What follows belongs to an exercise in optimizing a design on an open flow for small area and a short achievable clock period; a production flow would make more cautious choices.
Power and IR drop assume default switching activity.

==> inputs of wip/xenon <==
==> flow/design.v (excerpt) <==
module dec_addsub (
    input  wire         clk,
    input  wire         rst,
    input  wire         in_valid,
    input  wire [1:0]   in_op,
    input  wire [127:0] in_a,
    input  wire [127:0] in_b,
    output reg          out_valid,
    output wire [127:0] out_result,
    output wire [1:0]   out_cmp,
    output wire         out_ovf,
    output wire         out_dec_data
);
    localparam ND = 31;
    function valid_operand;
        input [127:0] x;
        integer k;
        begin
            valid_operand = (x[3:0] == 4'hc) || (x[3:0] == 4'hd) || (x[3:0] == 4'hf);
            for (k = 1; k <= ND; k = k + 1)
                if (x[4*k+3] & (x[4*k+2] | x[4*k+1])) valid_operand = 1'b0;
        end
    endfunction
    wire data_err = !valid_operand(in_a) || !valid_operand(in_b);
    wire sa  = (in_a[3:0] == 4'hd);
    wire sb  = (in_b[3:0] == 4'hd);
    wire sub = sa ^ sb ^ (in_op[0] | in_op[1]);
    wire [ND-1:0] g, p;
    wire [3:0]    s0 [0:ND-1];
    genvar k;
    generate
        for (k = 0; k < ND; k = k + 1) begin : dig
            wire [3:0] a = in_a[4*k+4 +: 4];
            wire [3:0] b = in_b[4*k+4 +: 4];
            wire [3:0] bb = {sub ? ~(b[3] | b[2] | b[1]) : b[3],
                             b[2] ^ (sub & b[1]), b[1], b[0] ^ sub};
            wire [4:0] z;
            wire [4:1] cy;
            assign z[0]  = a[0] ^ bb[0];
            assign cy[1] = a[0] & bb[0];
            assign z[1]  = a[1] ^ bb[1] ^ cy[1];
            assign cy[2] = (a[1] & bb[1]) | (a[1] & cy[1]) | (bb[1] & cy[1]);
            assign z[2]  = a[2] ^ bb[2] ^ cy[2];
            assign cy[3] = (a[2] & bb[2]) | (a[2] & cy[2]) | (bb[2] & cy[2]);
            assign z[3]  = a[3] ^ bb[3] ^ cy[3];
            assign cy[4] = (a[3] & bb[3]) | (a[3] & cy[3]) | (bb[3] & cy[3]);
            assign z[4]  = cy[4];
            assign g[k] = z[4] | (z[3] & (z[2] | z[1]));             
            assign p[k] = z[3] & z[0] & !z[2] & !z[1] & !z[4];       
            assign s0[k] = {z[3] ^ (g[k] & (z[2] | z[1])), z[2] ^ (g[k] & !z[1]),
                            z[1] ^ g[k], z[0]};
        end
    endgenerate
    wire [ND-1:0] gp0, pp0;
    wire [ND-1:0] gp1, pp1;
    wire [ND-1:0] gp2, pp2;
    wire [ND-1:0] gp3, pp3;
    wire [ND-1:0] gp4, pp4;
    wire [ND-1:0] gp5, pp5;
    wire [ND-1:0] gp6, pp6;
    wire [ND-1:0] gp7, pp7;
  ...
clock: 70.0 ns
lec_check: 0
abc_area: 1
abc_clock_period_in_ps: 55000
cap_margin: 20
core_margin: 2
core_utilization: 40
slew_margin: 20
standard.sh (not shown) runs the stock make flow with config.mk's settings and CLKGATE_MAP_FILE= SYNTH_SCRIPT=/design/flow/synth_recipe.tcl, a recipe that flattens the netlist after the stock synthesis.
==> flow/flow/run.sh <==
#!/bin/bash
# Standard layout, with the smallest buffer on every input and output port,
# timing repair asked for a setup slack of 50.0 ns, and a clock tree of
# clkbuf_8 buffers without dummy loads.
set -euo pipefail
bash standard.sh BUFFER_PORTS_ARGS="-buffer_cell sky130_fd_sc_hd__buf_1" SETUP_SLACK_MARGIN=50.0 \
  CTS_ARGS="-sink_clustering_enable -repair_clock_nets -buf_list sky130_fd_sc_hd__clkbuf_8 -dont_use_dummy_load" \
  finish > standard.log 2>&1
==> wip/umber (differences from wip/xenon) <==
--- a/flow/design.v
+++ b/flow/design.v
@@ -28,31 +28,31 @@
     wire [ND-1:0] g, p;
     wire [3:0]    s0 [0:ND-1];
     genvar k;
     generate
         for (k = 0; k < ND; k = k + 1) begin : dig
             wire [3:0] a = in_a[4*k+4 +: 4];
             wire [3:0] b = in_b[4*k+4 +: 4];
-            wire [3:0] bb = {sub ? ~(b[3] | b[2] | b[1]) : b[3],
-                             b[2] ^ (sub & b[1]), b[1], b[0] ^ sub};
+            wire [3:0] bb = {sub ? ~b[3] : b[3] ^ (b[2] | b[1]),
+                             ~(b[2] ^ (b[1] & ~sub)), ~b[1], b[0] ^ sub};
             wire [4:0] z;
             wire [4:1] cy;
             assign z[0]  = a[0] ^ bb[0];
             assign cy[1] = a[0] & bb[0];
             assign z[1]  = a[1] ^ bb[1] ^ cy[1];
             assign cy[2] = (a[1] & bb[1]) | (a[1] & cy[1]) | (bb[1] & cy[1]);
             assign z[2]  = a[2] ^ bb[2] ^ cy[2];
             assign cy[3] = (a[2] & bb[2]) | (a[2] & cy[2]) | (bb[2] & cy[2]);
             assign z[3]  = a[3] ^ bb[3] ^ cy[3];
             assign cy[4] = (a[3] & bb[3]) | (a[3] & cy[3]) | (bb[3] & cy[3]);
             assign z[4]  = cy[4];
-            assign g[k] = z[4] | (z[3] & (z[2] | z[1]));             
-            assign p[k] = z[3] & z[0] & !z[2] & !z[1] & !z[4];       
-            assign s0[k] = {z[3] ^ (g[k] & (z[2] | z[1])), z[2] ^ (g[k] & !z[1]),
-                            z[1] ^ g[k], z[0]};
+            assign g[k] = z[4];                               
+            assign p[k] = z[3] & z[2] & z[1] & z[0];          
+            assign s0[k] = {g[k] ? z[3] : ~(z[3] ^ (z[2] & z[1])),
+                            z[2] ^ (~g[k] & z[1]), z[1] ^ ~g[k], z[0]};
         end
     endgenerate
     wire [ND-1:0] gp0, pp0;
     wire [ND-1:0] gp1, pp1;
     wire [ND-1:0] gp2, pp2;
     wire [ND-1:0] gp3, pp3;
     wire [ND-1:0] gp4, pp4;
==> flow/config.mk (replaced) <==
export PLATFORM = sky130hd
export DESIGN_NAME = dec_addsub
export DESIGN_NICKNAME = dec_addsub
export VERILOG_FILES = /design/flow/design.v
export SDC_FILE = /design/flow/constraint.sdc
export NUM_CORES = 4
export LEC_CHECK = 0
export ABC_CLOCK_PERIOD_IN_PS = 55000
export CAP_MARGIN = 20
export CORE_MARGIN = 2
export CORE_UTILIZATION = 40
export SLEW_MARGIN = 20
==> notes.md <==
| item | wip/umber | wip/xenon |
|---|---|---|
| Pre-CTS WS | 48.60 ns | 49.99 ns |
| Maximum clock frequency | 50.67 MHz | 51.74 MHz |
| Initial antenna violation count | 2 | 3 |
| Peak fanout along the critical path | 53 | 39 |
| Antenna diode count | 4 | 2 |
| Clock group total power | 0.0496 mW | 0.0493 mW |
| Outcome | finished clean | finished clean |
| Fraction of met1 tracks used by global routing | 30.96% | 32.19% |
| Buffers, non-clock | 400 | 394 |
| Mapped Cells | 1464 | 1729 |
| Area growth from synthesis to layout | 16.01% | 14.50% |
| Transition time at the pin with the least slew margin | 1.029 ns | 1.128 ns |
| Ratio of routed vias to standard cells | 5.094 | 5.003 |
| Met2 Track Usage GR | 42.90% | 46.23% |
| Cell area power density | 31.83 nW/um^2 | 33.63 nW/um^2 |
| Cell Count, Final, Fillers Out | 2230 | 2517 |
| Total routing resource utilization after global routing | 24.78% | 26.11% |
| Share of the clock period used by the worst path after layout | 28.19% | 27.61% |
| Core region area | 31640 um^2 | 32290 um^2 |
| Share of layout cells above drive strength 1 | 6.634% | 3.136% |
| Required time reported for the critical path endpoint | 70.32 ns | 70.38 ns |
| Switching power | 0.2235 mW | 0.2502 mW |
| Peak VDD IR | 0.01250 mV | 0.01727 mV |
No run of this note included a check of the RTL's function; only the layout flow was run.

## static timing again, ports no longer ideal
Ports are ideal in the flow. The routed layouts listed here were re-timed in OpenROAD.
Step 1 sets driving cells, clkbuf_16 on the clock port and buf_2 on the other inputs (assumed; they add their load-dependent delay and slew).
Step 2 moves the port delays by t, midway between the first and last clock arrival at a register: inputs arrive t later, outputs are due t later. That takes back most of the time a late clock gives input paths.
a / b / c = ideal ports / drivers / drivers and shift; a / b = the first two.
run	t (ns)	setup slack, ns	hold WS [ns]	latest minus earliest clock arrival (ns)
wip/xenon	0.482	50.673 / 50.697 / 50.215	13.700 / 13.675 / 14.157	0.038 / 0.039
wip/umber	0.479	50.266 / 50.290 / 49.812	13.708 / 13.686 / 14.164	0.029 / 0.029
After both steps every run listed still meets setup and hold. The setup slack of wip/xenon, which loses most, moves by +0.024 ns with the drivers and by -0.458 ns with both steps.
